From an optimization exercise on the open Yosys and OpenROAD flow, aimed at small area, a short achievable clock period and few clock cycles per item; shortcuts taken in it are not production practice. Where RTL was checked, it was by simulation tests only, not by an equivalence proof against the original. For run 1, only the layout was checked, not whether the RTL still works.

[flow/design.v]
module aes_sbox (
  input  wire [7:0] a,
  output wire [7:0] y
);
  wire U0, U1, U2, U3, U4, U5, U6, U7;
  assign U0 = a[7];
  assign U1 = a[6];
  assign U2 = a[5];
  assign U3 = a[4];
  assign U4 = a[3];
  assign U5 = a[2];
  assign U6 = a[1];
  assign U7 = a[0];
  wire T1, T2, T3, T4, T5, T6, T7, T8, T9, T10, T11, T12;
  wire T13, T14, T15, T16, T17, T18, T19, T20, T21, T22, T23, T24;
  wire T25, T26, T27, M1, M2, M3, M4, M5, M6, M7, M8, M9;
  wire M10, M11, M12, M13, M14, M15, M16, M17, M18, M19, M20, M21;
  wire M22, M23, M24, M25, M26, M27, M28, M29, M30, M31, M32, M33;
  wire M34, M35, M36, M37, M38, M39, M40, M41, M42, M43, M44, M45;
  wire M46, M47, M48, M49, M50, M51, M52, M53, M54, M55, M56, M57;
  wire M58, M59, M60, M61, M62, M63, L0, L1, L2, L3, L4, L5;
  wire L6, L7, L8, L9, L10, L11, L12, L13, L14, L15, L16, L17;
  wire L18, L19, L20, L21, L22, L23, L24, L25, L26, L27, L28, L29;
  wire S0, S1, S2, S3, S4, S5, S6, S7;
  assign T1 = U0 ^ U3;
  assign T2 = U0 ^ U5;
  assign T3 = U0 ^ U6;
  assign T4 = U3 ^ U5;
  assign T5 = U4 ^ U6;
  assign T6 = T1 ^ T5;
  assign T7 = U1 ^ U2;
  assign T8 = U7 ^ T6;
  assign T9 = U7 ^ T7;
  assign T10 = T6 ^ T7;
  assign T11 = U1 ^ U5;
  assign T12 = U2 ^ U5;
  assign T13 = T3 ^ T4;
  assign T14 = T6 ^ T11;
  assign T15 = T5 ^ T11;
  assign T16 = T5 ^ T12;
  assign T17 = T9 ^ T16;
  assign T18 = U3 ^ U7;
  assign T19 = T7 ^ T18;
  assign T20 = T1 ^ T19;
  assign T21 = U6 ^ U7;
  assign T22 = T7 ^ T21;
  assign T23 = T2 ^ T22;
  assign T24 = T2 ^ T10;
  assign T25 = T20 ^ T17;
  assign T26 = T3 ^ T16;
  assign T27 = T1 ^ T12;
  assign M1 = T13 & T6;
  assign M2 = T23 & T8;
  assign M3 = T14 ^ M1;
  assign M4 = T19 & U7;
  assign M5 = M4 ^ M1;
  assign M6 = T3 & T16;
  assign M7 = T22 & T9;
  assign M8 = T26 ^ M6;
  assign M9 = T20 & T17;
  assign M10 = M9 ^ M6;
  assign M11 = T1 & T15;
  assign M12 = T4 & T27;
  assign M13 = M12 ^ M11;
  assign M14 = T2 & T10;
  assign M15 = M14 ^ M11;
  assign M16 = M3 ^ M2;
  assign M17 = M5 ^ T24;
  assign M18 = M8 ^ M7;
  assign M19 = M10 ^ M15;
  assign M20 = M16 ^ M13;
  assign M21 = M17 ^ M15;
  assign M22 = M18 ^ M13;
  assign M23 = M19 ^ T25;
  assign M24 = M22 ^ M23;
  assign M25 = M22 & M20;
  assign M26 = M21 ^ M25;
  assign M27 = M20 ^ M21;
  assign M28 = M23 ^ M25;
  assign M29 = M28 & M27;
  assign M30 = M26 & M24;
  assign M31 = M20 & M23;
  assign M32 = M27 & M31;
  assign M33 = M27 ^ M25;
  assign M34 = M21 & M22;
  assign M35 = M24 & M34;
  assign M36 = M24 ^ M25;
  assign M37 = M21 ^ M29;
  assign M38 = M32 ^ M33;
  assign M39 = M23 ^ M30;
  assign M40 = M35 ^ M36;
  assign M41 = M38 ^ M40;
  assign M42 = M37 ^ M39;
  assign M43 = M37 ^ M38;
  assign M44 = M39 ^ M40;
  assign M45 = M42 ^ M41;
  assign M46 = M44 & T6;
  assign M47 = M40 & T8;
  assign M48 = M39 & U7;
  assign M49 = M43 & T16;
  assign M50 = M38 & T9;
  assign M51 = M37 & T17;
  assign M52 = M42 & T15;
  assign M53 = M45 & T27;
  assign M54 = M41 & T10;
  assign M55 = M44 & T13;
  assign M56 = M40 & T23;
  assign M57 = M39 & T19;
  assign M58 = M43 & T3;
  assign M59 = M38 & T22;
  assign M60 = M37 & T20;
  assign M61 = M42 & T1;
  assign M62 = M45 & T4;
  assign M63 = M41 & T2;
  assign L0 = M61 ^ M62;
  assign L1 = M50 ^ M56;
  assign L2 = M46 ^ M48;
  assign L3 = M47 ^ M55;
  assign L4 = M54 ^ M58;
  assign L5 = M49 ^ M61;
  assign L6 = M62 ^ L5;
  assign L7 = M46 ^ L3;
  assign L8 = M51 ^ M59;
  assign L9 = M52 ^ M53;
  assign L10 = M53 ^ L4;
  assign L11 = M60 ^ L2;
  assign L12 = M48 ^ M51;
  assign L13 = M50 ^ L0;
  assign L14 = M52 ^ M61;
  assign L15 = M55 ^ L1;
  assign L16 = M56 ^ L0;
  assign L17 = M57 ^ L1;
  assign L18 = M58 ^ L8;
  assign L19 = M63 ^ L4;
  assign L20 = L0 ^ L1;
  assign L21 = L1 ^ L7;
  assign L22 = L3 ^ L12;
  assign L23 = L18 ^ L2;
  assign L24 = L15 ^ L9;
  assign L25 = L6 ^ L10;
  assign L26 = L7 ^ L9;
  assign L27 = L8 ^ L10;
  assign L28 = L11 ^ L14;
  assign L29 = L11 ^ L17;
  assign S0 = L6 ^ L24;
  assign S1 = ~(L16 ^ L26);
  assign S2 = ~(L19 ^ L28);
  assign S3 = L6 ^ L21;
  assign S4 = L20 ^ L22;
  assign S5 = L25 ^ L29;
  assign S6 = ~(L13 ^ L27);
  assign S7 = ~(L6 ^ L23);
  assign y[7] = S0;
  assign y[6] = S1;
  assign y[5] = S2;
  assign y[4] = S3;
  assign y[3] = S4;
  assign y[2] = S5;
  assign y[1] = S6;
  assign y[0] = S7;
endmodule
module cmac_aes128 (
  input  wire         clk,
  input  wire         rst,         
  input  wire         in_valid,
  input  wire         in_key,
  input  wire         in_last,
  input  wire [4:0]   in_len,
  input  wire [127:0] in_data,
  output wire         in_ready,
  output reg          tag_valid,
  output wire [127:0] tag
);
  function [7:0] xtime;
    input [7:0] b;
    xtime = {b[6:0], 1'b0} ^ (b[7] ? 8'h1b : 8'h00);
  endfunction
  function [127:0] dbl;
    input [127:0] x;
    dbl = {x[126:0], 1'b0} ^ (x[127] ? 128'h87 : 128'h0);
  endfunction
  function [7:0] rcon;
    input [3:0] r;
    case (r)
      4'd1:    rcon = 8'h01;
      4'd2:    rcon = 8'h02;
      4'd3:    rcon = 8'h04;
      4'd4:    rcon = 8'h08;
      4'd5:    rcon = 8'h10;
      4'd6:    rcon = 8'h20;
      4'd7:    rcon = 8'h40;
      4'd8:    rcon = 8'h80;
      4'd9:    rcon = 8'h1b;
      4'd10:   rcon = 8'h36;
      default: rcon = 8'h00;
    endcase
  endfunction
  function [31:0] mix_col;
    input [31:0] c;
    reg [7:0] a0, a1, a2, a3, t;
    begin
      a0 = c[31:24];
      a1 = c[23:16];
      a2 = c[15:8];
      a3 = c[7:0];
      t  = a0 ^ a1 ^ a2 ^ a3;
      mix_col = {a0 ^ t ^ xtime(a0 ^ a1),
                 a1 ^ t ^ xtime(a1 ^ a2),
                 a2 ^ t ^ xtime(a2 ^ a3),
                 a3 ^ t ^ xtime(a3 ^ a0)};
    end
  endfunction
  reg         busy;        
  reg         job_key;     
  reg         job_last;    
  reg         in_msg;      
  reg [3:0]   round;       
  reg [127:0] u;           
  reg [127:0] rk;          
  reg [127:0] key;         
  reg [127:0] lk;          
  wire final_round = (round == 4'd10);
  assign in_ready = !busy || (final_round && !job_last && !job_key);
  wire take = in_valid && in_ready;
  assign tag = u;
  wire [127:0] x = u ^ rk;    
  wire [127:0] sb;
  wire [31:0]  ksb;
  genvar gi;
  generate
    for (gi = 0; gi < 16; gi = gi + 1) begin : g_sbox
      aes_sbox u_sbox (
        .a(x[127-8*((gi % 4) + 4*(((gi / 4) + (gi % 4)) % 4)) -: 8]),
        .y(sb[127-8*gi -: 8]));
    end
    for (gi = 0; gi < 4; gi = gi + 1) begin : g_ksbox
      aes_sbox u_sbox (.a(rk[31-8*((gi + 1) % 4) -: 8]), .y(ksb[31-8*gi -: 8]));
    end
  endgenerate
  wire [31:0] nw0 = rk[127:96] ^ ksb ^ {rcon(round), 24'h0};
  wire [31:0] nw1 = rk[95:64] ^ nw0;
  wire [31:0] nw2 = rk[63:32] ^ nw1;
  wire [31:0] nw3 = rk[31:0]  ^ nw2;
  wire [127:0] krn = {nw0, nw1, nw2, nw3};
  wire [127:0] mc = {mix_col(sb[127:96]), mix_col(sb[95:64]),
                     mix_col(sb[63:32]),  mix_col(sb[31:0])};
  wire [127:0] fin = sb ^ krn;    
  wire [127:0] k1 = dbl(lk);
  wire [127:0] k2 = dbl(k1);
  reg [127:0] padded;
  integer bi;
  always @(*) begin
    for (bi = 0; bi < 16; bi = bi + 1) begin
      if (bi < in_len)
        padded[127-8*bi -: 8] = in_data[127-8*bi -: 8];
      else if (bi == in_len)
        padded[127-8*bi -: 8] = 8'h80;
      else
        padded[127-8*bi -: 8] = 8'h00;
    end
  end
  wire [127:0] blk = in_key             ? 128'h0 :
                     !in_last           ? in_data :
                     (in_len == 5'd16)  ? in_data ^ k1 :
                                          padded ^ k2;
  wire [127:0] base = busy   ? fin :
                      in_msg ? u : 128'h0;
  always @(posedge clk) begin
    if (busy && !final_round)
      u <= mc;
    else if (busy || take)
      u <= base ^ (take ? blk : 128'h0);
    rk <= take ? (in_key ? in_data : key) : krn;
    if (take && in_key)
      key <= in_data;
    if (busy && final_round && job_key)
      lk <= fin;
  end
  always @(posedge clk) begin
    if (rst) begin
      busy      <= 1'b0;
      job_key   <= 1'b0;
      job_last  <= 1'b0;
      in_msg    <= 1'b0;
      round     <= 4'd0;
      tag_valid <= 1'b0;
    end else begin
      tag_valid <= busy && final_round && job_last;
      if (take) begin
        busy     <= 1'b1;
        round    <= 4'd1;
        job_key  <= in_key;
        job_last <= !in_key && in_last;
        in_msg   <= !in_key && !in_last;
      end else if (busy) begin
        round <= round + 4'd1;
        if (final_round)
          busy <= 1'b0;
      end
    end
  end
endmodule
[flow/run.sh]
#!/bin/bash
# synth_recipe.tcl (not shown) runs the flow's synth.tcl, then flattens the netlist and writes it again
# the make line also repeats each setting of config.mk as NAME=value (left out here)
make -C /OpenROAD-flow-scripts/flow DESIGN_CONFIG=/design/flow/config.mk WORK_HOME=/design/flow/orfs CLKGATE_MAP_FILE= SYNTH_SCRIPT=/design/flow/synth_recipe.tcl finish
[flow/config.mk]
export PLATFORM = sky130hd
export DESIGN_NAME = cmac_aes128
export DESIGN_NICKNAME = cmac_aes128
export VERILOG_FILES = /design/flow/design.v
export SDC_FILE = /design/flow/constraint.sdc
export NUM_CORES = 4
export LEC_CHECK = 0
export CAP_MARGIN = 40
export CELL_PAD_IN_SITES_DETAIL_PLACEMENT = 2
export CELL_PAD_IN_SITES_GLOBAL_PLACEMENT = 2
export CORE_MARGIN = 2
export CORE_UTILIZATION = 30
export SLEW_MARGIN = 40
[flow/constraint.sdc]
create_clock -name core_clock -period 10.0 [get_ports {clk}]
set_input_delay 2.0000 -clock core_clock [delete_from_list [all_inputs] [get_ports {clk}]]
set_output_delay 2.0000 -clock core_clock [all_outputs]
set_load 0.01 [all_outputs]
==> run notes, run 1 <==
The tree is rooted in a sky130_fd_sc_hd__clkbuf_16. The post-detailed-routing wire length came out at around 420,000 um. The number of nets in the layout is approximately 9,000. The share of async-settable or async-resettable flops after synthesis is 0%.

The floorplan has approximately 180 rows. The detailed router's first-iteration violation count is roughly 6,700.

In this run the critical register-to-register path is captured at u[7]. The synthesized design contains ~520 register bits. For this run the aggregate overflow at the end of global routing stands at 0. The mean instance size in the synthesized netlist came out at 8.37 um^2. The number of remaining DRC errors is 0. The net count of the mapped netlist came out at 8,951. Of the synthesized area, sequential elements account for 19.5%. The post-cts repair resize count is 0. Setup repair after global routing left no endpoint under its margin. On the final layout, the worst clock skew is 44.2 ps. The number of global-route vias before repair came out at 75,800. The worst setup path is launched from a register. For the worst setup path, the data required time is 10,430 ps. The placement-stage worst setup slack came out at 1480 ps. The capture point of the critical path is u[7]. The register clock-pin slew on the reported worst setup and hold paths is 70 ps. The post-layout instance count excluding filler cells is 12,200. The vertical die dimension came out at 498 um.

The count of port buffers added during placement came out at 267. The startpoint identified for the worst register-to-register timing path is rk[28]. The global-route wire length before repair is a little under 600,000 um. The final number of hold-violating endpoints is 0. The register area is 14,300 um^2. The number of enable-type register cells in the synthesized netlist came out at 384.

The count of warnings emitted by yosys came out at 1. Timing would allow up to 115 MHz. The total area inside the core boundary comes to 243,000 um^2. The fraction of layout instances using a drive strength above 1 came out at around a tenth.

The most used flip-flop cell after synthesis is sky130_fd_sc_hd__edfxtp_1. At the end of routability-driven placement, the weighted congestion stood at 0.943. The via count is approximately 74,000. In this run the worst setup path begins at rk[28].

For flop-to-flop paths, the worst setup slack is 1280 ps. The final critical path takes up 87.2% of the cycle. STA classifies the critical path endpoint as a register. The setup-violating endpoint count in the final report came out at 0.

The detail-routed net length per standard cell is 34.3 um. The count of filler cells inserted in the layout is 27,400. Data arrives at the worst endpoint at 9150 ps. The relative area change from synthesis to final layout is 14.6%.

The starting density of the core came out at 30.2%. The die area came out at about 250,000 um^2. The hold buffer count at CTS is 0. The run finished with no timing, DRC or antenna violations.

The gate count of the mapped netlist is 8,767. The netlist area before placement is 73,300 um^2. Using the TritonRoute via totals, the vias-per-cell ratio works out to about 6. The remaining antenna violation count came out at 0. The number of cells on the worst reg-to-reg path is 18.

The library cell used most frequently in the layout, excluding fill and tap cells, is sky130_fd_sc_hd__xnor2_1. The overall track demand over capacity in global routing is about a third. The setup slack of the critical path after layout came out at 1280 ps.

Counting along the longest clock path gives a buffer depth of 3. The tightest slew margin relative to the limit is 33.1%. The number of primary I/O pins came out at ~270. After clock tree synthesis, the setup repair step added 0 buffers. The sum of net half-perimeters after detailed placement came out at 325,000 um. The number of maximum-capacitance violations came out at 0. The width of the die is 498 um. The setup TNS came out at 0 ps. The minimum period implied by the final worst setup slack is 8720 ps. The total clock buffers created by CTS came out at 71. The unique cell type count in the Yosys netlist came out at 115.

The worst hold path passes through 2 cells. Once layout is complete, the utilization of the core stands at 34.6%. Of all nets on the critical path, the largest fanout is 13. The clock reaches the later pin of the worst-skew pair after around 730 ps. In the final layout, the multi-input gates occupy between 50,000 and 60,000 um^2. The number of cells after detailed placement is 12,000. The H-tree generated during clock tree synthesis spans 3 levels. The transition time of the tightest slew-check pin came out at 996 ps. The top cell types in the final layout, fill and taps aside, are sky130_fd_sc_hd__xnor2_1, sky130_fd_sc_hd__nand2_1, sky130_fd_sc_hd__a21oi_1, sky130_fd_sc_hd__xor2_1, sky130_fd_sc_hd__nor2_1.

The critical path start-end classification is reg2reg. The kind of path behind the tightest hold check is reg2reg. TritonCTS built the clock tree. The number of max-slew violations in the final report came out at 0. Entering global routing, the biggest net connects 85 pins.

The number of antenna violations at the first check in global routing came out at 42. For this run, the detailed router's first-pass iteration total came to 5. The number of clock sinks is about 520.
-- routing by layer --
| metal | part of all wire (%) | GRT usage [%] | vias to the layer above |
|---|---|---|---|
| met4 | 3.8 | 11.4 | 18 |
| met3 | 5.3 | 3.39 | 447 |
| met1 | 45 | 44.8 | 39100 |
| met2 | 46 | 52.0 | 2335 |
| met5 | 0.030 | 0 | - |
| li1 | - | - | 32300 |
-- cells in the mapped netlist, drive strengths merged (28+ instances only) --
master	instances	area share, %
xnor2	1477	19
nand2	907	4.6
xor2	666	8.4
a21oi	640	4.4
o21ai	616	4.2
nor2	612	3.2
edfxtp	384	16
clkbuf	381	1.9
xnor3	215	6.6
mux2i	193	2.6
nand3	192	1.3
o22ai	182	1.6
nor3	170	1.2
a211oi	150	1.6
a22oi	141	1.4
buf	139	0.98
dfxtp	137	3.7
a31oi	129	1.1
o211ai	118	1.2
o221ai	103	1.2
inv	80	0.41
nor2b	79	0.67
a221oi	77	0.95
or3	53	0.45
nand4	48	0.41
ha	46	0.78
and2	45	0.38
and3	44	0.38
a32oi	37	0.44
a21o	36	0.37
nand2b	34	0.29
o21a	34	0.35
a2111oi	33	0.52
a2bb2oi	33	0.39
nor4	33	0.35
o31ai	32	0.33
or2	32	0.27
o2111ai	30	0.36
xor3	30	0.98
o32ai	29	0.35
mux2	28	0.43
-- worst max-delay path, cell delays in order, from the launching register on --
cell and delay [ps]:
sky130_fd_sc_hd__dfxtp_1 770, sky130_fd_sc_hd__xor2_1 660, sky130_fd_sc_hd__xnor2_2 350, sky130_fd_sc_hd__xnor2_1 600, sky130_fd_sc_hd__ha_1 350, sky130_fd_sc_hd__xor2_1 200, sky130_fd_sc_hd__xnor2_2 520, sky130_fd_sc_hd__mux2i_1 530
sky130_fd_sc_hd__nor2_1 190, sky130_fd_sc_hd__nor2_1 300, sky130_fd_sc_hd__a21o_1 130, sky130_fd_sc_hd__nand4bb_1 450, sky130_fd_sc_hd__xnor2_1 480, sky130_fd_sc_hd__xnor3_1 630, sky130_fd_sc_hd__xnor3_1 600, sky130_fd_sc_hd__xnor2_1 720
sky130_fd_sc_hd__xnor2_1 160, sky130_fd_sc_hd__o22ai_1 700, sky130_fd_sc_hd__a21oi_1 70
-- through the flow --
stage | hold WS, ps | instance area, um^2
finish | 499 | 84100
global route | 535 | 84100
CTS | 488 | 83700
detailed placement | 480 | 81100
global placement | 462 | 80400
floorplan | 444 | 73300
-- logic make-up after synthesis --
group | after synthesis | synth area share, %
compound gates | 2680 | 24.1
xor+xnor | 2388 | 35.1
buf+inv | 600 | 3.34
mux | 221 | 3.06
fa+ha+maj | 59 | 0.962
flops | 521 | 19.5
simple gates | 2298 | 14.0
-- final cells by class --
| type | count | share of cell area (%) |
|---|---|---|
| diodes | 16 | 0.0476 |
| clock buffers | 97 | 2.48 |
| clock inverters | 35 | 0.546 |
| inverters | 80 | 0.366 |
| multi-input cells | 7646 | 68.8 |
| flip-flops and latches | 521 | 17.0 |
| well taps | 3202 | 4.77 |
| repair buffers | 575 | 6.03 |
-- how the worst min path moves through the flow --
stage / startpoint / to / slack (ps)
4_1_cts: job_key / job_key / 490
2_1_floorplan: job_last / job_last / 440
3_3_place_gp: job_last / job_last / 460
6_report: job_key / job_key / 500
3_5_place_dp: job_key / job_key / 480
5_1_grt: job_key / job_key / 530
-- flip-flops by register name, indices dropped and copies added, names as in the netlist --
| name | count |
|---|---|
| round | 4 |
| job_key | 1 |
| job_last | 1 |
| tag_valid | 1 |
| busy | 1 |
| rk | 128 |
| key | 128 |
| u | 128 |
| lk | 128 |
| in_msg | 1 |
==> run 2: changes to the inputs <==
--- a/flow/design.v
+++ b/flow/design.v
@@ -239,7 +239,8 @@
   endgenerate
-  wire [31:0] nw0 = rk[127:96] ^ ksb ^ {rcon(round), 24'h0};
-  wire [31:0] nw1 = rk[95:64] ^ nw0;
-  wire [31:0] nw2 = rk[63:32] ^ nw1;
-  wire [31:0] nw3 = rk[31:0]  ^ nw2;
-  wire [127:0] krn = {nw0, nw1, nw2, nw3};
+  wire [31:0] kt  = ksb ^ {rcon(round), 24'h0};
+  wire [31:0] pw0 = rk[127:96];
+  wire [31:0] pw1 = pw0 ^ rk[95:64];
+  wire [31:0] pw2 = pw1 ^ rk[63:32];
+  wire [31:0] pw3 = pw2 ^ rk[31:0];
+  wire [127:0] krn = {pw0 ^ kt, pw1 ^ kt, pw2 ^ kt, pw3 ^ kt};
   wire [127:0] mc = {mix_col(sb[127:96]), mix_col(sb[95:64]),
--- a/flow/config.mk
+++ b/flow/config.mk
@@ -12,2 +12,3 @@
 export CORE_UTILIZATION = 30
+export SETUP_SLACK_MARGIN = 3
 export SLEW_MARGIN = 40
==> run notes, run 2 <==
The highest layer touched by signal routing is met5. The mean instance size in the synthesized netlist came out at 8.25 um^2. The upper clock frequency limit came out at between 100 and 150 MHz. Among all cell types in the netlist, the one instantiated most often is sky130_fd_sc_hd__xnor2_1. The tightest slew margin relative to the limit is 36.4%. The sort of element at the start of the critical path is a register. The worst setup path is of the reg2reg kind.

Leaving out fill and tap cells, the most frequent cell in the layout is sky130_fd_sc_hd__xnor2_1. In the post-synthesis netlist, the biggest area contributors are sky130_fd_sc_hd__xnor2_1, sky130_fd_sc_hd__edfxtp_1, sky130_fd_sc_hd__xor2_1, sky130_fd_sc_hd__xnor3_1, sky130_fd_sc_hd__a21oi_1. The count of filler cells inserted in the layout is 27,000. The number of nets in the layout is ~9,400. The setup TNS came out at 0 ps. Of all nets on the critical path, the largest fanout is 7. The number of antenna violations at the first check in global routing is 40. The total routed wire length on the met1 layer came out at 181,000 um. The detail route stage leaves a number of antenna-violating nets equal to 0. The share of the cycle needed by the critical path after routing came out at 70.3%. The met2 wire length came out at ~190,000 um.

After synthesis, the largest family of logic cells by area is XOR/XNOR gates. The combined area of the multi-input logic cells is 61,900 um^2. The minimum setup slack among reg-to-reg paths came out at 2970 ps. The starting density of the core came out at 30.2%.

The register area came out at about 14,000 um^2. The detailed-routing iteration count for the pre-antenna-repair pass came out at 7. The tightest min-delay check is of the reg2reg type. At the worst endpoint, the required time is 10,410 ps. Setup repair after global routing could not meet its margin everywhere.

The placer congestion estimate is approximately 0.93. The post-route netlist has 15.7% of its cells at a drive strength greater than 1. The XOR/XNOR share of the synthesized area came out at 33.7%. The root buffer cell is sky130_fd_sc_hd__clkbuf_16. The post-detailed-routing wire length is 420,000 um. The gate count of the mapped netlist is 8,903. The minimum period implied by the final worst setup slack is 7030 ps. The share of the yosys chip area belonging to registers is 19.4%. The detail-routed net length per standard cell came out at 33.7 um. The number of max-slew violations in the final report came out at 0. Buffers placed on the I/O ports in this run total 267. The number of vias per cell after detailed routing is 6.15. The number of global-route vias before repair is 77,800. The setup slack of the critical path after layout is 2970 ps. The maximum number of pins on one net before global-route repair came out at just over 90. After synthesis, the most frequently instantiated cells are sky130_fd_sc_hd__xnor2_1, sky130_fd_sc_hd__nand2_1, sky130_fd_sc_hd__a21oi_1. The share of async-settable or async-resettable flops after synthesis is 0%.

The predominant post-synthesis flop cell is sky130_fd_sc_hd__edfxtp_1. The number of standard-cell rows in the floorplan came out at 181. The setup-violating endpoint count in the final report is 0.

TritonCTS created 71 clock buffers. The width of the die is between 400 and 500 um. TritonCTS built the clock tree. Counting every net in the synthesized netlist gives 9,087. Before CTS, the worst setup slack after placement is 1390 ps. The simple-gate share of the synthesized area is 14.7%. Measured along the y axis, the die boundary spans 499 um.

The netlist area before placement is 73,400 um^2. The flip-flop and latch count after synthesis is 521. The number of maximum-capacitance violations is 0.

The run finished with no timing, DRC or antenna violations. The number of remaining DRC errors is 0. STA classifies the critical path endpoint as a register. The area share of the largest cell type after synthesis is 16.9%. The worst hold slack after final layout is 504 ps. For this run, the number of standard cells in the final layout without fillers is 12,500. The register clock-pin slew on the reported worst setup and hold paths is 60 ps. The total congestion overflow came out at 0. For this run, the number of Yosys warnings is 1. The critical path arrival came out at 7440 ps.

After detailed placement, the total cell area comes to 81,000 um^2. The sum of net half-perimeters after detailed placement is 320,000 um. The final number of hold-violating endpoints came out at 0.

The insertion delay of the later-clocked pin in the worst-skew pair came out at 720 ps. The transition time of the tightest slew-check pin came out at 948 ps. Buffers inserted to repair hold after CTS numbered 0.

For this block, the initial DRC count from the detailed router was 6,761. Summing all non-filler instances in the final layout gives an area of about 90,000 um^2. The via count came out at 76,800. The number of clock sinks is 521. The overall track demand over capacity in global routing is 32.3%. The first global-routing pass estimated between 500,000 and 600,000 um of wire. The fraction of the core area covered by cells at the end of the flow is 36.9%. The number of buffers on the longest clock path is 3. The complex-gate fraction of the synthesized area came out at 25.0%. The relative area change from synthesis to final layout came out at 22.2%. The biggest area contributor in the post-synthesis netlist is sky130_fd_sc_hd__xnor2_1. In the layout the commonest cells are sky130_fd_sc_hd__xnor2_1, sky130_fd_sc_hd__nand2_1, sky130_fd_sc_hd__a21oi_1, sky130_fd_sc_hd__o21ai_0, sky130_fd_sc_hd__nor2_1. Counting flops with a built-in enable in the synthesized netlist gives 384. The level count of the clock H-tree is 3. The share of synthesized cell area in full adder, half adder and majority cells is less than 1%. During I/O placement, the number of pins put on the boundary was 268. Counting tap cells, the placed design contains a total of approximately 12,000 instances.

The clock arrives with 34.4 ps of skew. In the detailed route, the total length drawn on met3 is 27,800 um. The core region area is ~240,000 um^2.

The unique cell type count in the Yosys netlist came out at 114. The floorplan step defined a die boundary enclosing 249,000 um^2. The multiplexer share of the synthesized area came out at 2.75%.
## run 2: cell count changes in the layout (fill, tap and decap cells not counted), sizes merged, moves of 15 or more
cell     delta
xnor3      -20
a31oi      -17
o21a       +15
nor2       -30
nor3       +70
xnor2      +27
a2bb2oi    -19
o22ai      -16
o21ai      -17
xor2       -41
a21oi      +92
mux2i      -26
buf       +197
a211oi     +25
## run 2: kinds of logic after synthesis
logic type	after synthesis
mux	197
compound gates	2781
fa+ha+maj	58
simple gates	2375
flops	521
xor+xnor	2347
buf+inv	624
## run 2: final timing paths
kind | startpoint | to | cells after the start
worst min register to register | job_last | job_last | 2
worst max register to register | u[7] | u[107] | 18
worst max-delay path | u[7] | u[107] | 18
worst min-delay path | job_last | job_last | 2
## run 2: timing repair
item | CTS | global route
cloned | 1 | 2
resized for setup | 414 | 263
setup buffers | 67 | 130
setup endpoints to repair | 204 | 121
pin swaps | 35 | 64
## run 2: per-layer routing
| layer | global-route usage (%) | vias up |
|---|---|---|
| met2 | 52.2 | 2663 |
| met3 | 4.76 | 596 |
| met4 | 11.9 | 24 |
| li1 | - | 33300 |
| met1 | 43.3 | 40200 |
| met5 | 0 | - |
## run 2: critical path, cell delays in order (launching register included)
cell and delay [ps]:
sky130_fd_sc_hd__edfxtp_1 660, sky130_fd_sc_hd__xnor2_4 360, sky130_fd_sc_hd__xor2_2 390, sky130_fd_sc_hd__xnor2_2 240, sky130_fd_sc_hd__xnor2_2 350, sky130_fd_sc_hd__ha_1 310
sky130_fd_sc_hd__xnor2_1 250, sky130_fd_sc_hd__xnor2_2 200, sky130_fd_sc_hd__xor2_2 330, sky130_fd_sc_hd__xnor3_1 340, sky130_fd_sc_hd__and3_1 200, sky130_fd_sc_hd__or4_1 560
sky130_fd_sc_hd__xnor2_1 180, sky130_fd_sc_hd__xnor2_1 350, sky130_fd_sc_hd__xnor3_2 700, sky130_fd_sc_hd__xor2_2 480, sky130_fd_sc_hd__xnor2_1 190, sky130_fd_sc_hd__xnor2_2 430
sky130_fd_sc_hd__mux2i_1 180
## run 2: final cells by class
type                    instances  area share (%)
clock inverters                25           0.255
flip-flops and latches        521            16.0
well taps                    3202            4.46
diodes                         14          0.0390
repair buffers                772            7.57
clock buffers                 104            2.25
inverters                      93           0.402
multi-input cells            7761            69.0
Testbench counts of run 2, summed over its fixed seeds: cycles 59,744, messages 960.
==> run 3: changes to the inputs <==
==> flow/flow/run.sh (new file) <==
#!/bin/bash
# Layout flow: the standard layout (standard.sh, ORFS from synthesis to
# the final layout) with one change: a copy of ORFS's scripts folder in which
# the ABC script of the synthesis's technology mapping is flow/abc.script, an
# area-oriented mapping (ORFS's own scripts restructure the XOR-rich AES
# logic into much larger NAND networks). Every other step, setting and script
# is the standard flow's. make's output goes to flow.log, and each ORFS step
# writes its own log under orfs/logs/.
set -euo pipefail
cd "$(dirname "$0")/.."
W=$(pwd)
rm -rf "$W/scripts"
cp -r "$FLOW_HOME/scripts" "$W/scripts"
cp "$W/flow/abc.script" "$W/scripts/abc_area.script"
cp "$W/flow/abc.script" "$W/scripts/abc_speed.script"
bash "$W/standard.sh" SCRIPTS_DIR="$W/scripts" finish > "$W/flow.log" 2>&1
==> flow/flow/abc.script (new file) <==
&get -n
&st
&dch
&nf
&put
topo
stime -c
buffer -c
upsize -c
dnsize -c
==> flow/standard.sh (new file) <==
#!/bin/bash
# synth_recipe.tcl (not shown) runs the flow's synth.tcl, then flattens the netlist and writes it again
# the make line also repeats each setting of config.mk as NAME=value (left out here)
make -C /OpenROAD-flow-scripts/flow DESIGN_CONFIG=/design/flow/config.mk WORK_HOME=/design/flow/orfs CLKGATE_MAP_FILE= SYNTH_SCRIPT=/design/flow/synth_recipe.tcl "${@:-finish}"
==> flow/config.mk (replaced) <==
export PLATFORM = sky130hd
export DESIGN_NAME = cmac_aes128
export DESIGN_NICKNAME = cmac_aes128
export VERILOG_FILES = /design/flow/design.v
export SDC_FILE = /design/flow/constraint.sdc
export NUM_CORES = 4
export LEC_CHECK = 0
export ABC_AREA = 1
export CAP_MARGIN = 20
export CORE_MARGIN = 2
export CORE_UTILIZATION = 50
export SETUP_SLACK_MARGIN = 4
export SLEW_MARGIN = 20
removed: flow/run.sh
==> run notes, run 3 <==
Of all flip-flops after synthesis, the portion carrying an async set or reset was 0%. In this run the tool buffered the top-level ports with ~270 buffer cells. The clock arrives with between 30 and 40 ps of skew. The depth of the worst hold-timing path came out at 2. The placer congestion estimate is 0.961. Once layout is complete, the utilization of the core stands at 63.7%. In this run, CTS created clock tree buffers numbering 69. In the post-route analysis, the smallest setup slack over all paths is 4060 ps. The detail-routed net length per standard cell is 27.8 um. The kind of path behind the tightest hold check is reg2reg. Dividing the synthesized area by the synthesized cell count gives 9.91 um^2. The unique cell type count in the Yosys netlist is 92.

The capturing element type of the critical path is a register. The upper clock frequency limit came out at 168 MHz. The cell area that synthesis handed to floorplanning was 55,500 um^2.

The number of antenna violations at the first check in global routing came out at 8. The setup-violating endpoint count in the final report is 0.

The share of the yosys chip area belonging to registers came out at 25.7%. The flow ran to the end and the layout has no timing, DRC or antenna violations. The worst register-to-register path begins at u[53]. The number of maximum-capacitance violations is 0. For this run, the leading register cell type out of synthesis is sky130_fd_sc_hd__edfxtp_1. The post-detailed-routing wire length is about 210,000 um. The number of standard-cell rows in the floorplan is 122.

The share of the cycle needed by the critical path after routing came out at 59.4%. The detail route stage leaves a number of antenna-violating nets equal to 0. The peak fanout along the critical path is 8. The most repeated library cell on the critical path is sky130_fd_sc_hd__xnor3_2. The number of clock sinks came out at 521. The number of global-route vias before repair came out at approximately 42,000.

The hold buffer count at CTS is 0. The overall track demand over capacity in global routing is 36.1%. The endpoint of the worst register-to-register path is u[83]. The die area came out at 114,000 um^2. The number of max-slew violations in the final report was 0. The starting density of the core is just over 50%. In the post-synthesis netlist, the biggest area contributors are sky130_fd_sc_hd__xnor2_1, sky130_fd_sc_hd__edfxtp_1, sky130_fd_sc_hd__xor2_1, sky130_fd_sc_hd__xnor3_1, sky130_fd_sc_hd__dfxtp_1. Counting flops with a built-in enable in the synthesized netlist gives 384. The vertical die dimension is approximately 340 um. The transition time of the tightest slew-check pin is 1240 ps. The root buffer cell is sky130_fd_sc_hd__clkbuf_16. The delay of the slowest cell on the worst path came out at between 500 and 600 ps. The insertion delay of the later-clocked pin in the worst-skew pair came out at roughly 650 ps. For this block, the initial DRC count from the detailed router was 5,379. At the end of the flow, the number of nets in the layout was between 6,000 and 7,000. The number of nets in the synthesized netlist is 5,783. The most instantiated library cell after synthesis is sky130_fd_sc_hd__xnor2_1. between 200 and 300 I/O pins were placed. The sum of net half-perimeters after detailed placement is 158,000 um.

By count the netlist is led by sky130_fd_sc_hd__xnor2_1, sky130_fd_sc_hd__xor2_1, sky130_fd_sc_hd__edfxtp_1. Traced cell by cell, the critical path runs through xnor2_4 -> buf_12 -> xnor3_2 -> buf_4 -> xnor2_2 -> xor2_1 -> nand2b_1 -> xnor3_2 -> o211a_1 -> a31oi_1 -> or3b_4 -> xor2_4 -> xor2_4 -> xnor2_1 -> xnor3_2 -> xor2_1 -> xnor2_1 -> xnor3_2 -> o21ai_1. The worst register-to-register path has a depth of 19. Clock-pin slew was measured on the worst setup and hold paths at about 60 ps. The total overflow left after global routing is 0. The capture point of the critical path is u[83]. The width of the die came out at 337 um. Headroom to the max-slew limit came out at 17.1%. The data required time of the critical path came out at about 10,000 ps. The post-layout instance count excluding filler cells is 7,659. The most critical setup path has its startpoint at u[53].

TritonCTS built the clock tree. In this run, placement finished with an instance count of 7,220. The area share of the largest cell type after synthesis came out at 21.2%.

Among all stages on the critical path, the largest delay is contributed by sky130_fd_sc_hd__xnor3_2. The gate count of the mapped netlist is roughly 5,600. Leaving out fill and tap cells, the most frequent cell in the layout is sky130_fd_sc_hd__xnor2_1. For the final routed database, the setup TNS stands at 0 ps.

sky130_fd_sc_hd__xnor2_1 takes more of the synthesized area than any other cell. Setup repair after global routing could not meet its margin everywhere. Of the cells placed in the final design, the portion with a size suffix greater than 1 is 22.9%. The final number of hold-violating endpoints is 0. The first global-routing pass estimated 298,000 um of wire.

The sort of element at the start of the critical path is a register. After detailed routing, the number of remaining DRC violations is 0. The via count came out at between 40,000 and 50,000. The placement-stage worst setup slack is 2700 ps.

The relative area change from synthesis to final layout is 26.7%. The minimum setup slack among reg-to-reg paths came out at between 4000 and 5000 ps. For the finished layout, the period the worst path requires is 5940 ps. The core region area came out at about 110,000 um^2. The critical path start-end classification is reg2reg. For the worst setup path, the data arrival time is 6420 ps. The count of warnings emitted by yosys came out at 1. The level count of the clock H-tree is 3. The clock passes through at most 3 buffers. The detailed-routing iteration count for the pre-antenna-repair pass is 6.

The number of vias per cell after detailed routing came out at 5.88. The flip-flop and latch count after synthesis came out at 521. In the layout the commonest cells are sky130_fd_sc_hd__xnor2_1, sky130_fd_sc_hd__xor2_1, sky130_fd_sc_hd__edfxtp_1, sky130_fd_sc_hd__nand2_1, sky130_fd_sc_hd__a21oi_1. Entering global routing, the biggest net connects 163 pins.
run 3: cell types whose count changed in the layout (fill, tap and decap cells not counted), sizes merged, moves of 107 or more:
cell / previous run / this run
o22ai: 166 / 19
buf: 507 / 369
a31oi: 112 / 5
mux2i: 167 / 9
o221ai: 109 / 1
nand3: 206 / 6
nor2: 582 / 337
a211oi: 175 / 24
xor2: 625 / 895
o21ai: 599 / 370
a21oi: 732 / 382
nor3: 240 / 18
nand2: 895 / 374
run 3: cells by family after synthesis:
group | after synthesis | share of synthesized area [%]
and+or+nand+nor | 922 | 7.39
adders and majority gates | 46 | 1.04
AOI/OAI and AO/OA | 1192 | 13.5
muxes | 9 | 0.162
DFF | 521 | 25.7
buffers and inverters | 303 | 2.18
xor gates and xnor gates | 2606 | 50.0
run 3: worst max-delay path, delay by kind of cell, from the launching register on:
kind / cells / cell delay [ps]
flip-flops: 1 / 490
buffers and inverters: 2 / 340
XOR/XNOR: 12 / 3650
AND/OR/NAND/NOR: 2 / 600
AO/OA/AOI/OAI: 3 / 680
run 3: timing repair:
item	CTS	global route
buffers inserted	72	241
endpoints found under the setup margin	198	129
pin swaps	54	221
gates resized for setup	376	419
run 3: area by class of cell:
cell class / instances / area (um^2)
flip-flops and latches: 521 / 14300
multi-input cells: 4775 / 45700
fillers: 9068 / 40100
clock inverters: 24 / 275
diodes: 4 / 10.0
well taps: 1488 / 1860
repair buffers: 636 / 5690
inverters: 113 / 424
clock buffers: 98 / 2000
run 3: metrics by stage:
stage / hold WS (ps) / instance area [um^2]
finish: 457 / 70300
global route: 499 / 70300
CTS: 462 / 65300
detailed placement: 442 / 59800
global placement: 439 / 59700
floorplan: 431 / 55500
run 3: worst min-delay path by stage:
stage	startpoint	end
2_1_floorplan	key[59]	rk[59]
5_1_grt	key[33]	rk[33]
3_3_place_gp	key[59]	rk[59]
6_report	key[59]	rk[59]
3_5_place_dp	key[59]	rk[59]
4_1_cts	key[59]	rk[59]
run 3: routing by layer:
metal  GRT usage, %  wire length [um]  vias up
met5              0                30        -
li1               -                 -    20100
met4           16.8             11200        4
met1           50.2             87700    22200
met3           6.55             20400      396
met2           54.4             93300     2363
==> run 4: changes to the inputs <==
==> flow/flow/abc.script (replaced) <==
&get -n
&st
&dch
&nf -R 1000
&put
topo
stime -c
buffer -c
upsize -c
dnsize -c
==> run notes, run 4 <==
The number of cells after detailed placement is 7,178. The combined area of the multi-input logic cells came out at 45,100 um^2. The flow ran to the end and the layout has no timing, DRC or antenna violations. The worst setup path is captured at a register. The detailed router finished its first iteration with 5,481 violations. The total congestion overflow came out at 0. The via count came out at between 40,000 and 50,000.

The register area came out at about 14,000 um^2. The number of global-route vias before repair is 41,900. The relative area change from synthesis to final layout is 38.8%. At the placement stage, the worst setup path has a slack of 1870 ps.

The final number of hold-violating endpoints came out at 0. The number of antenna violations at the first check in global routing is 2. The vertical die dimension is 325 um. The starting density of the core is 50.5%. The kind of path behind the tightest hold check is reg2reg. The number of maximum-capacitance violations is 0. The upper clock frequency limit is 162 MHz. For this block, the routed nets add up to 209,000 um of wire. The gate count of the mapped netlist came out at 5,666.

Of all cell types, the one taking the most synthesized area is sky130_fd_sc_hd__xnor2_1. The number of vias per cell after detailed routing is 5.81. The worst hold slack after final layout is 470 ps. The repair_antennas step left the layout with diodes totalling 0. The post-layout instance count excluding filler cells came out at roughly 7,800. The largest single stage delay on the critical path is 500 ps. For this run, global-route usage on met1 was measured as around half. Measured against its own limit, the worst slew margin works out to between 10% and 20%. The flip-flop and latch count after synthesis is 521. For met2 alone, demand over resource in global routing was 57.3%.

Across every metal layer, demand over resource in global routing totals a little under two fifths. The setup-violating endpoint count in the final report came out at 0. In this run the core area contains 117 standard-cell rows. The critical path is of the reg2reg type.

The remaining antenna violation count came out at 0. The fraction of the core area covered by cells at the end of the flow is 70.1%. The count of port buffers added during placement came out at 267. The number of nets in the layout came out at 6,562. The count of filler cells inserted in the layout is 7,769.

The number of primary I/O pins is about 270. The sum of net half-perimeters after detailed placement is 152,000 um. The area share of the largest cell type after synthesis is 28.9%. The setup TNS is 0 ps.

The final instance area is 71,600 um^2. The level count of the clock H-tree came out at 3. The global-route wire length before repair is 291,000 um. STA classifies the critical path startpoint as a register. Sorting the synthesized cells by how often they occur yields sky130_fd_sc_hd__xnor2_1, sky130_fd_sc_hd__xor2_1, sky130_fd_sc_hd__nand2_1. The number of buffers on the longest clock path came out at 3.

The netlist area before placement is 51,600 um^2. The CTS tree is yes. The register clock-pin slew on the reported worst setup and hold paths is 60 ps. The number of nets in the synthesized netlist is 5,850. The share of the yosys chip area belonging to registers is 27.7%. The transition time of the tightest slew-check pin came out at 1310 ps. The core region area came out at 102,000 um^2. Measured along the x axis, the die boundary spans between 300 and 400 um. Global routing used 6.38% of the available met3 tracks. The total clock buffers created by CTS is 68.

By instance count, the cell type seen most on the critical path is sky130_fd_sc_hd__xnor2_2. The number of enable-type register cells in the synthesized netlist came out at 384. The minimum period implied by the final worst setup slack is 6160 ps. The count of warnings emitted by yosys came out at 1.

The setup slack of the critical path after layout came out at just under 4000 ps. Setup repair after global routing could not meet its margin everywhere. For this run, asynchronously set or reset flops after synthesis account for 0%. The critical path arrival came out at 6520 ps. The placer congestion estimate came out at 0.996. The peak fanout along the critical path is 5. The mean instance size in the synthesized netlist is approximately 9.1 um^2. The leading cell type in the layout, fill and taps excluded is sky130_fd_sc_hd__xnor2_1. In the finished design, the share of the clock period the worst path needs comes to 61.6%. By area the synthesized netlist is led by sky130_fd_sc_hd__xnor2_1, sky130_fd_sc_hd__edfxtp_1, sky130_fd_sc_hd__xor2_1, sky130_fd_sc_hd__dfxtp_1, sky130_fd_sc_hd__a21oi_1. The post-place instance area came out at ~56,000 um^2. After detailed routing, the number of remaining DRC violations is 0. The library cells used most frequently in the layout, excluding fill and tap cells, are sky130_fd_sc_hd__xnor2_1, sky130_fd_sc_hd__xor2_1, sky130_fd_sc_hd__buf_4, sky130_fd_sc_hd__nand2_1, sky130_fd_sc_hd__xnor2_2. The number of max-slew violations in the final report came out at 0.

The die area is ~110,000 um^2. CTS placed an instance of sky130_fd_sc_hd__clkbuf_16 at the clock tree root. The most instantiated library cell after synthesis is sky130_fd_sc_hd__xnor2_1.

The most used flip-flop cell after synthesis is sky130_fd_sc_hd__edfxtp_1. The maximum number of pins on one net before global-route repair came out at 132. The layer flagged by global routing as most heavily used is met2. The clock arrives with 33.0 ps of skew. The fraction of layout instances using a drive strength above 1 came out at around a quarter. The unique cell type count in the Yosys netlist came out at between 60 and 70. The insertion delay of the later-clocked pin in the worst-skew pair came out at 670 ps. For this run, the detailed router's first-pass iteration total came to 8.

The detail-routed net length per standard cell is 26.8 um. For this design, the slowest cell found on the critical path is sky130_fd_sc_hd__xnor2_2. For this design, the sink count on the clock tree is 521.

The data required time of the critical path is 10,360 ps.
run 4: changes by cell type after synthesis, sizes merged, moves of 11 or more:
cell	before	now
o21ai	370	381
xor3	24	0
a21o	17	3
a211oi	24	4
xnor2	1518	1798
a222oi	70	59
nand2	374	443
xnor3	169	1
or2	24	8
o22ai	19	8
nor2	337	361
o211ai	18	1
run 4: worst paths after layout:
check	start	to	slack [ps]	cells after the start
setup reg to reg	rk[4]	u[9]	3840	26
hold / removal	key[62]	rk[62]	470	2
hold reg to reg	key[62]	rk[62]	470	2
setup / recovery	rk[4]	u[9]	3840	26
run 4: per-layer routing:
| layer | wire (um) | share of wire [%] |
|---|---|---|
| met1 | 83000 | 40 |
| met2 | 94400 | 45 |
| met3 | 20300 | 9.7 |
| met4 | 11100 | 5.3 |
| met5 | 9 | 0.0043 |
run 4: kinds of logic after synthesis:
family                     synth area share (%)
muxes                                     0.124
adders and majority gates                  1.12
AOI/OAI and AO/OA                          12.9
and+or+nand+nor                            7.95
buffers and inverters                      2.30
xor gates and xnor gates                   47.9
DFF                                        27.7
run 4: final cells by class:
type | count | share of cell area (%)
well taps | 1368 | 2.39
multi-input cells | 4840 | 63.0
clock buffers | 100 | 2.63
repair buffers | 824 | 10.8
flip-flops and latches | 521 | 20.1
clock inverters | 26 | 0.435
inverters | 123 | 0.645
run 4: what timing repair did:
action | 4_1_cts | 5_1_grt
hold buffers | 0 | 0
hold endpoints to repair | 0 | 0
pin swaps | 112 | 262
resized for setup | 572 | 579
buffers inserted | 157 | 341
setup endpoints to repair | 285 | 127
run 4: worst max-delay path, delay by kind of cell, from the launching register on:
family / cells / cell delay [ps]
and+or+nand+nor: 3 / 540
AOI/OAI and AO/OA: 2 / 210
DFF: 1 / 410
xor gates and xnor gates: 17 / 3780
muxes: 1 / 370
buffers and inverters: 3 / 530
==> run 5: changes to the inputs <==
--- a/flow/design.v
+++ b/flow/design.v
@@ -266,4 +266,4 @@
                                           padded ^ k2;
-  wire [127:0] base = busy   ? fin :
-                      in_msg ? u : 128'h0;
+  wire [127:0] base = busy             ? fin :
+                      in_msg || !take  ? u : 128'h0;
   always @(posedge clk) begin
@@ -271,3 +271,3 @@
       u <= mc;
-    else if (busy || take)
+    else
       u <= base ^ (take ? blk : 128'h0);
--- a/flow/config.mk
+++ b/flow/config.mk
@@ -11,2 +11,4 @@
 export CORE_UTILIZATION = 50
+export CTS_CLUSTER_DIAMETER = 100
+export CTS_CLUSTER_SIZE = 50
 export SETUP_SLACK_MARGIN = 4
==> run notes, run 5 <==
The flow ran to the end and the layout has no timing, DRC or antenna violations. The netlist area before placement came out at 51,600 um^2. The vertical die dimension came out at 325 um. The number of buffers on the longest clock path is 3. The setup slack of the critical path after layout is 4120 ps. The XOR/XNOR share of the synthesized area came out at between 50% and 60%. The worst setup path is captured at a register. The number of remaining DRC errors came out at 0. Yosys attributes the largest share of cell area to sky130_fd_sc_hd__xnor2_1, sky130_fd_sc_hd__xor2_1, sky130_fd_sc_hd__edfxtp_1, sky130_fd_sc_hd__dfxtp_1, sky130_fd_sc_hd__xnor2_2.

For this run, the register share of the synthesized area comes to 25.2%. The critical path arrival is 6400 ps. The launch point of the worst reg-to-reg path is rk[9]. The setup path with the least slack is of type reg2reg. The complex-gate fraction of the synthesized area is a little under an eighth. The maximum number of pins on one net before global-route repair is 129.

The net count of the mapped netlist is roughly 6,000. The share of synthesized cell area in full adder, half adder and majority cells came out at 1.11%. The via count is 41,700. The starting density of the core came out at between 50 and 60%. Clock skew on the completed layout was measured at 44.3 ps. STA classifies the critical path startpoint as a register. The area share of the largest cell type after synthesis is 26.0%.

The most critical setup path has its startpoint at rk[9]. The minimum setup slack among reg-to-reg paths came out at 4120 ps. The count of nets left with antenna violations once routing finished came out at 0. In the layout the commonest cells are sky130_fd_sc_hd__xnor2_1, sky130_fd_sc_hd__xor2_1, sky130_fd_sc_hd__nand2_1, sky130_fd_sc_hd__xnor2_2, sky130_fd_sc_hd__nor2_1.

The tightest slew margin relative to the limit is 21.3%. In the synthesized netlist, the number of instances is 5,642. The endpoint of the worst register-to-register path is u[20].

The share of the cycle needed by the critical path after routing came out at between 50% and 60%. In this run the count of I/O pins placed on the die edge is 268.

The cell count of the worst reg-to-reg path is 26. The simple-gate share of the synthesized area came out at 8.52%. In this run, synthesis inferred about 260 flip-flops with an integrated enable. By area, the combinational part of the netlist is dominated by XOR/XNOR gates. The die area is approximately 110,000 um^2. Counting instances in the post-synthesis netlist gives the leading cell types as sky130_fd_sc_hd__xnor2_1, sky130_fd_sc_hd__xor2_1, sky130_fd_sc_hd__nand2_1. After floorplanning, the core was sized to cover 102,000 um^2. Setup violations remaining at the end of the flow were counted as 0. The post-detailed-routing wire length is roughly 190,000 um. The number of standard-cell rows in the floorplan came out at 117. The fraction of layout instances using a drive strength above 1 is 19.4%. The number of clock sinks is 521. The number of antenna violations at the first check in global routing came out at 1. The largest total area in the synthesized netlist belongs to sky130_fd_sc_hd__xnor2_1.

The first global-routing pass estimated between 200,000 and 300,000 um of wire. TritonCTS built the clock tree. The minimum period implied by the final worst setup slack came out at approximately 5900 ps. The tightest min-delay check is of the reg2reg type.

The total clock buffers created by CTS came out at 34. Across the run, the number of max-cap violations was 0. The final number of hold-violating endpoints is 0. The count of buffers added on input and output ports is 267. The width of the die is 325 um. sky130_fd_sc_hd__xnor2_1 is the most common cell in the netlist. The worst hold path passes through 2 cells.

The hold-critical path endpoint is rk[27]. In the final timing run, aggregate negative setup slack is 0 ps. The register clock-pin slew on the reported worst setup and hold paths came out at 110 ps. The upper clock frequency limit is approximately 170 MHz. The detailed-routing iteration count for the pre-antenna-repair pass is 7. The number of vias per cell after detailed routing is between 5 and 6.

Prior to clock tree synthesis, the placed netlist has a worst setup slack of approximately 2800 ps. The peak fanout along the critical path came out at 6. The level count of the clock H-tree came out at 2.

At the pin with the least slew margin, the transition time is 1180 ps. The unique cell type count in the Yosys netlist is 68. The number of nets in the layout is roughly 6,200. The overall track demand over capacity in global routing came out at approximately a third. In this run the mean area of a mapped cell was slightly above 9 um^2.

For this run, the number of Yosys warnings is 1. Counting flops and latches in the post-synthesis netlist gives around 520. The detail-routed net length per standard cell is 25.3 um. In the synthesized netlist the async set-or-reset flop fraction comes to 0%. For this run, the leading register cell type out of synthesis is sky130_fd_sc_hd__dfxtp_1. The data required time of the critical path is 10,520 ps. The total congestion overflow is 0. The startpoint identified for the worst hold timing path is key[27]. The detailed router finished its first iteration with 4,718 violations. The number of global-route vias before repair is between 30,000 and 40,000. From synthesis to final layout, the design area changed by 24.8%. Cells fill a little over three fifths of the core in the end. Setup repair after global routing could not meet its margin everywhere. The insertion delay of the later-clocked pin in the worst-skew pair came out at 650 ps. The sum of net half-perimeters after detailed placement came out at around 140,000 um. The root buffer cell is sky130_fd_sc_hd__clkbuf_16.

At the end of routability-driven placement, the weighted congestion stood at 0.985. The multiplexer share of the synthesized area is less than 1%. The leading cell type in the layout, fill and taps excluded is sky130_fd_sc_hd__xnor2_1.

The number of max-slew violations in the final report came out at 0.
-- run 5: changes by cell type in the layout (fill, tap and decap cells not counted), moves of 28 or more --
cell                        change
sky130_fd_sc_hd__xnor2_1       +53
sky130_fd_sc_hd__edfxtp_1     -128
sky130_fd_sc_hd__dfxtp_1      +107
sky130_fd_sc_hd__buf_12        -34
sky130_fd_sc_hd__xor2_1       +169
sky130_fd_sc_hd__clkbuf_16     -36
sky130_fd_sc_hd__o21ai_1       -36
sky130_fd_sc_hd__xnor2_2       -50
sky130_fd_sc_hd__dfxtp_2       +28
sky130_fd_sc_hd__a21oi_1       -79
sky130_fd_sc_hd__xnor2_4       -81
sky130_fd_sc_hd__nand2_1       +81
sky130_fd_sc_hd__buf_4        -232
-- run 5: metal layers --
| metal | GRT usage (%) | vias up | wire length (um) |
|---|---|---|---|
| li1 | - | 19300 | - |
| met1 | 46.8 | 20400 | 77900 |
| met2 | 54.4 | 1778 | 86400 |
| met3 | 4.37 | 265 | 15500 |
| met4 | 13.2 | 0 | 8150 |
| met5 | 0 | - | 0 |
-- run 5: worst max-delay path by stage --
| stage | slack [ps] | to | cells after the start |
|---|---|---|---|
| after CTS | 3910 | u[10] | 24 |
| after global placement | 2360 | u[26] | 26 |
| after floorplan | 4600 | u[15] | 25 |
| after global routing | 3890 | u[26] | 21 |
| after detailed placement | 2780 | u[20] | 23 |
| final | 4120 | u[20] | 26 |
-- run 5: stage by stage --
| stage | hold WS (ps) | std cells | instance area [um^2] |
|---|---|---|---|
| 6_report | 479 | 7444 | 64500 |
| 5_1_grt | 506 | 7443 | 64500 |
| 4_1_cts | 484 | 7260 | 60100 |
| 3_5_place_dp | 465 | 7144 | 55800 |
| 3_3_place_gp | 459 | 7143 | 55800 |
| 2_1_floorplan | 446 | 5642 | 51600 |
-- run 5: cell families after synthesis --
group	after synthesis
buffers and inverters	292
DFF	521
muxes	6
AOI/OAI and AO/OA	978
and+or+nand+nor	1050
adders and majority gates	46
xor gates and xnor gates	2749
-- run 5: critical path: stages, from the launching register on --
cell,delay (ps)
sky130_fd_sc_hd__dfxtp_4,410
sky130_fd_sc_hd__xnor2_4,170
sky130_fd_sc_hd__xnor2_2,330
sky130_fd_sc_hd__xor2_1,210
sky130_fd_sc_hd__ha_1,270
sky130_fd_sc_hd__xnor2_1,190
sky130_fd_sc_hd__xnor2_1,110
sky130_fd_sc_hd__xnor2_1,260
sky130_fd_sc_hd__inv_1,120
sky130_fd_sc_hd__o21ai_1,210
sky130_fd_sc_hd__xor2_2,290
sky130_fd_sc_hd__xnor2_2,180
sky130_fd_sc_hd__xnor2_1,160
sky130_fd_sc_hd__nand2_1,150
sky130_fd_sc_hd__xor2_4,210
sky130_fd_sc_hd__buf_4,160
sky130_fd_sc_hd__xnor2_2,260
sky130_fd_sc_hd__xnor2_2,150
sky130_fd_sc_hd__buf_4,180
sky130_fd_sc_hd__xor2_2,520
sky130_fd_sc_hd__xnor2_4,280
sky130_fd_sc_hd__xor2_1,280
sky130_fd_sc_hd__xnor2_1,170
sky130_fd_sc_hd__a22oi_1,100
sky130_fd_sc_hd__xor2_1,210
sky130_fd_sc_hd__nand2_1,70
sky130_fd_sc_hd__o21ai_0,90
-- run 5: layout make-up --
| class | count | area, um^2 |
|---|---|---|
| tap | 1368 | 1710 |
| clock inverter | 24 | 329 |
| antenna | 1 | 2.50 |
| clock buffer | 37 | 883 |
| inverter | 107 | 402 |
| sequential | 521 | 13100 |
| fill | 8615 | 37700 |
| multi-input combinational | 4829 | 42700 |
| timing repair buffer | 557 | 5280 |
-- run 5: timing repair --
item | in CTS | in global routing
hold buffers | 0 | 0
pin swaps | 46 | 136
gates cloned | 0 | 0
resized for setup | 327 | 365
buffers inserted | 55 | 183
endpoints found under the setup margin | 246 | 138
Testbench counts of run 5, summed over its fixed seeds: cycles 59,744, messages 960.
==> run 6: changes to the inputs <==
==> flow/flow/run.sh (replaced) <==
#!/bin/bash
# Layout flow: the standard layout (standard.sh, ORFS from synthesis to
# the final layout) with two changes:
#  - a copy of ORFS's scripts folder in which the ABC script of the
#    synthesis's technology mapping is flow/abc.script, an area-recovering
#    mapping (ORFS's own scripts turn the XOR-rich AES logic into much larger
#    NAND networks);
#  - every input and output port still gets its buffer, but a plain buf_2
#    (BUFFER_PORTS_ARGS) instead of the delay cell buffer_ports picks.
# Every other step, setting and script is the standard flow's. make's output
# goes to flow.log, and each ORFS step writes its own log under orfs/logs/.
set -euo pipefail
cd "$(dirname "$0")/.."
W=$(pwd)
rm -rf "$W/scripts"
cp -r "$FLOW_HOME/scripts" "$W/scripts"
cp "$W/flow/abc.script" "$W/scripts/abc_area.script"
cp "$W/flow/abc.script" "$W/scripts/abc_speed.script"
bash "$W/standard.sh" SCRIPTS_DIR="$W/scripts" \
  "BUFFER_PORTS_ARGS=-buffer_cell sky130_fd_sc_hd__buf_2" finish > "$W/flow.log" 2>&1
--- a/flow/config.mk
+++ b/flow/config.mk
@@ -11,4 +11,2 @@
 export CORE_UTILIZATION = 50
-export CTS_CLUSTER_DIAMETER = 100
-export CTS_CLUSTER_SIZE = 50
 export SETUP_SLACK_MARGIN = 4
==> run notes, run 6 <==
The top cell types in the final layout, fill and taps aside, are sky130_fd_sc_hd__xnor2_1, sky130_fd_sc_hd__xor2_1, sky130_fd_sc_hd__nand2_1, sky130_fd_sc_hd__xnor2_2, sky130_fd_sc_hd__nor2_1. The peak fanout along the critical path came out at 6. From synthesis to final layout, the design area changed by 24.0%. The number of vias per cell after detailed routing is 5.64.

The tool flagged a number of max-cap violations equal to 0. The number of max-slew violations in the final report was 0. The register area came out at 13,100 um^2. The final critical path takes up 58.9% of the cycle. The unique cell type count in the Yosys netlist came out at 68. In the final layout, the share of cells above drive strength 1 is 24.0%.

The count of filler cells inserted in the layout is 8,758. STA classifies the critical path endpoint as a register. The die is between 300 and 400 um tall. Headroom to the max-slew limit came out at between 20 and 25%. Cells fill a little over three fifths of the core in the end. The predominant post-synthesis flop cell is sky130_fd_sc_hd__dfxtp_1. The final number of hold-violating endpoints is 0.

Sequential elements use 25.2% of the synthesized area. For the worst-skew pair, the clock arrives at the later sink with an insertion delay of 660 ps. Counting instances in the post-synthesis netlist gives the leading cell types as sky130_fd_sc_hd__xnor2_1, sky130_fd_sc_hd__xor2_1, sky130_fd_sc_hd__nand2_1. In this run the clock root is driven by a sky130_fd_sc_hd__clkbuf_16. The level count of the clock H-tree is 3. sky130_fd_sc_hd__xnor2_1 is the most common cell in the netlist. The number of primary I/O pins is 268. The combined area of the multi-input logic cells came out at ~43,000 um^2. Hold is met by between 400 and 500 ps.

Sorting the synthesized cells by area gives the leading types as sky130_fd_sc_hd__xnor2_1, sky130_fd_sc_hd__xor2_1, sky130_fd_sc_hd__edfxtp_1, sky130_fd_sc_hd__dfxtp_1, sky130_fd_sc_hd__xnor2_2. The first detailed-routing pass took 6 iterations. The via count came out at 42,200. The flip-flop and latch count after synthesis is 521. The starting density of the core is 50.5%.

By startpoint and endpoint, the worst setup path is classified as reg2reg. Entering global routing, the biggest net connects 160 pins. TritonCTS built the clock tree. The final instance area is 64,000 um^2. The die is between 300 and 400 um wide.

Of all flip-flops after synthesis, the portion carrying an async set or reset was 0%. The overall track demand over capacity in global routing came out at ~34%. The run finished with no timing, DRC or antenna violations.

The remaining antenna violation count came out at 0. The number of global-route vias before repair came out at slightly above 40,000. The number of antenna violations at the first check in global routing came out at 8. The setup TNS is 0 ps. The number of clock sinks came out at 521. For this run, the number of Yosys warnings is 1. The floorplan step defined a die boundary enclosing 106,000 um^2. At the end of routability-driven placement, the weighted congestion stood at 0.966. Of all cell types, the one taking the most synthesized area is sky130_fd_sc_hd__xnor2_1.

The global-route wire length before repair is 272,000 um. The kind of path behind the tightest hold check is reg2reg. The upper clock frequency limit is 170 MHz. The number of enable-type register cells in the synthesized netlist is roughly 260. The area share of the largest cell type after synthesis is 26.0%. The floorplan has between 100 and 150 rows. Counting I/O delays and the setup requirement, the final critical path takes 5890 ps.

The post-detailed-routing wire length came out at approximately 190,000 um. Before CTS, the worst setup slack after placement is around 2700 ps. The finished layout holds 7,484 standard cells, fillers aside.

Data on the critical path is required at its endpoint by 10,500 ps. The sort of element at the start of the critical path is a register. The minimum setup slack among reg-to-reg paths came out at 4110 ps.

The detailed router's first-iteration violation count came out at 4,405. The mapped netlist covers 51,600 um^2. Synthesis produced a netlist whose cell count is 5,642. The total clock buffers created by CTS came out at 67. Setup violations remaining at the end of the flow were counted as 0.

The net count of the mapped netlist is 5,826. The critical path arrival came out at around 6400 ps.

The leading cell type in the layout, fill and taps excluded is sky130_fd_sc_hd__xnor2_1. In the routed design, unresolved DRC markers number 0. Dividing the detail-routed wire length by the instance count gives 25.2 um. For the pin with the worst max-slew slack, the measured transition is between 1000 and 1500 ps. In this run the deepest clock path goes through 3 buffers. The number of cells after detailed placement came out at 7,147. The setup slack of the critical path after layout came out at just over 4000 ps.

The sum of net half-perimeters after detailed placement is 144,000 um. The count of port buffers added during placement is between 200 and 300. Dividing the synthesized area by the synthesized cell count gives 9.15 um^2. For this run the aggregate overflow at the end of global routing stands at 0. Clock-pin slew was measured on the worst setup and hold paths at about 70 ps. Setup repair after global routing could not meet its margin everywhere.

In the final design database the tool counted about 6,200 nets. The core region area is 102,000 um^2. The final clock skew came out at 31.4 ps. The placed instances occupy a cell area of 54,500 um^2.
## run 6: area by class of cell
type	count	share of cell area (%)
inverters	107	0.627
repair buffers	530	5.77
clock inverters	34	0.604
flip-flops and latches	521	20.5
well taps	1368	2.67
multi-input cells	4829	66.9
diodes	5	0.0195
clock buffers	90	2.86
## run 6: repair_timing
action,CTS,global route
endpoints found under the setup margin,252,140
hold buffers,0,0
buffers inserted,48,158
pin swaps,40,126
gates resized for setup,318,387
## run 6: kinds of logic (layout without fill, tap and decap cells)
logic type      after synthesis  in the layout  share of synthesized area [%]
flops                       521            521                           25.2
compound gates              978            978                           11.7
xor+xnor                   2749           2749                           51.2
buf+inv                     292            761                           2.23
simple gates               1050           1050                           8.52
mux                           6              6                          0.128
other cells                   0              5                              0
fa+ha+maj                    46             46                           1.11
## run 6: per-layer routing
layer | GRT usage (%) | part of all wire, % | wire, um
met4 | 13.8 | 4.4 | 8390
met3 | 5.18 | 7.9 | 15000
met1 | 46.3 | 41 | 78200
met2 | 54.9 | 46 | 87400
met5 | 0 | 0.0069 | 13
## run 6: final timing paths
| kind | start | end | depth (start not counted) |
|---|---|---|---|
| worst max-delay path | rk[10] | u[16] | 24 |
| worst min-delay path | key[7] | rk[7] | 2 |
| worst max register to register | rk[10] | u[16] | 24 |
| worst min register to register | key[7] | rk[7] | 2 |
## run 6: worst max-delay path: stages (launching register included)
cell,delay (ps)
sky130_fd_sc_hd__dfxtp_2,490
sky130_fd_sc_hd__xnor2_2,150
sky130_fd_sc_hd__xnor2_2,280
sky130_fd_sc_hd__xor2_1,210
sky130_fd_sc_hd__ha_1,260
sky130_fd_sc_hd__xnor2_1,140
sky130_fd_sc_hd__xnor2_1,140
sky130_fd_sc_hd__xnor2_1,270
sky130_fd_sc_hd__inv_1,120
sky130_fd_sc_hd__o21ai_1,220
sky130_fd_sc_hd__xor2_2,250
sky130_fd_sc_hd__xnor2_2,190
sky130_fd_sc_hd__xnor2_1,180
sky130_fd_sc_hd__nand2_1,160
sky130_fd_sc_hd__xor2_4,320
sky130_fd_sc_hd__xnor2_4,150
sky130_fd_sc_hd__xnor2_2,560
sky130_fd_sc_hd__xnor2_4,250
sky130_fd_sc_hd__xor2_2,530
sky130_fd_sc_hd__xnor2_1,190
sky130_fd_sc_hd__xnor2_1,220
sky130_fd_sc_hd__a22oi_1,100
sky130_fd_sc_hd__xor2_1,200
sky130_fd_sc_hd__nand2_1,70
sky130_fd_sc_hd__o21ai_0,90

==> separate check: timing with driven ports <==
The results above use ideal ports. As a check the final layouts listed here were re-extracted and re-timed, cells and wires unchanged. Step 1, drivers: a clkbuf_16 drives clk and a buf_2 each remaining input, both assumed. Step 2 also shifts input and output timing later by t, the mid clock arrival at the registers, as if the neighbouring blocks saw the same clock. Slacks: no drivers / after step 1 / after step 2; pairs: no drivers / after step 1.
| run | shift t [ns] | setup WS [ns] | slew at the worst register clock pin (ns) | worst slew at a driven data input, ns |
|---|---|---|---|---|
| run 1 | 0.782 | 1.284 / 1.284 / 1.284 | 0.07 / 0.07 | 0.22 |
| run 2 | 0.794 | 2.968 / 2.968 / 2.822 | 0.08 / 0.08 | 0.22 |
| run 3 | 0.708 | 4.055 / 4.055 / 3.716 | 0.07 / 0.07 | 0.18 |
| run 4 | 0.724 | 3.844 / 3.844 / 3.544 | 0.07 / 0.07 | 0.10 |
| run 5 | 0.693 | 4.117 / 4.117 / 4.083 | 0.12 / 0.12 | 0.11 |
| run 6 | 0.712 | 4.109 / 4.109 / 4.109 | 0.07 / 0.07 | 0.12 |
After both steps setup and hold are still met in every run listed. For run 3, which loses most, drivers alone change the setup slack by 0.000 ns; drivers and shift together by -0.339 ns.
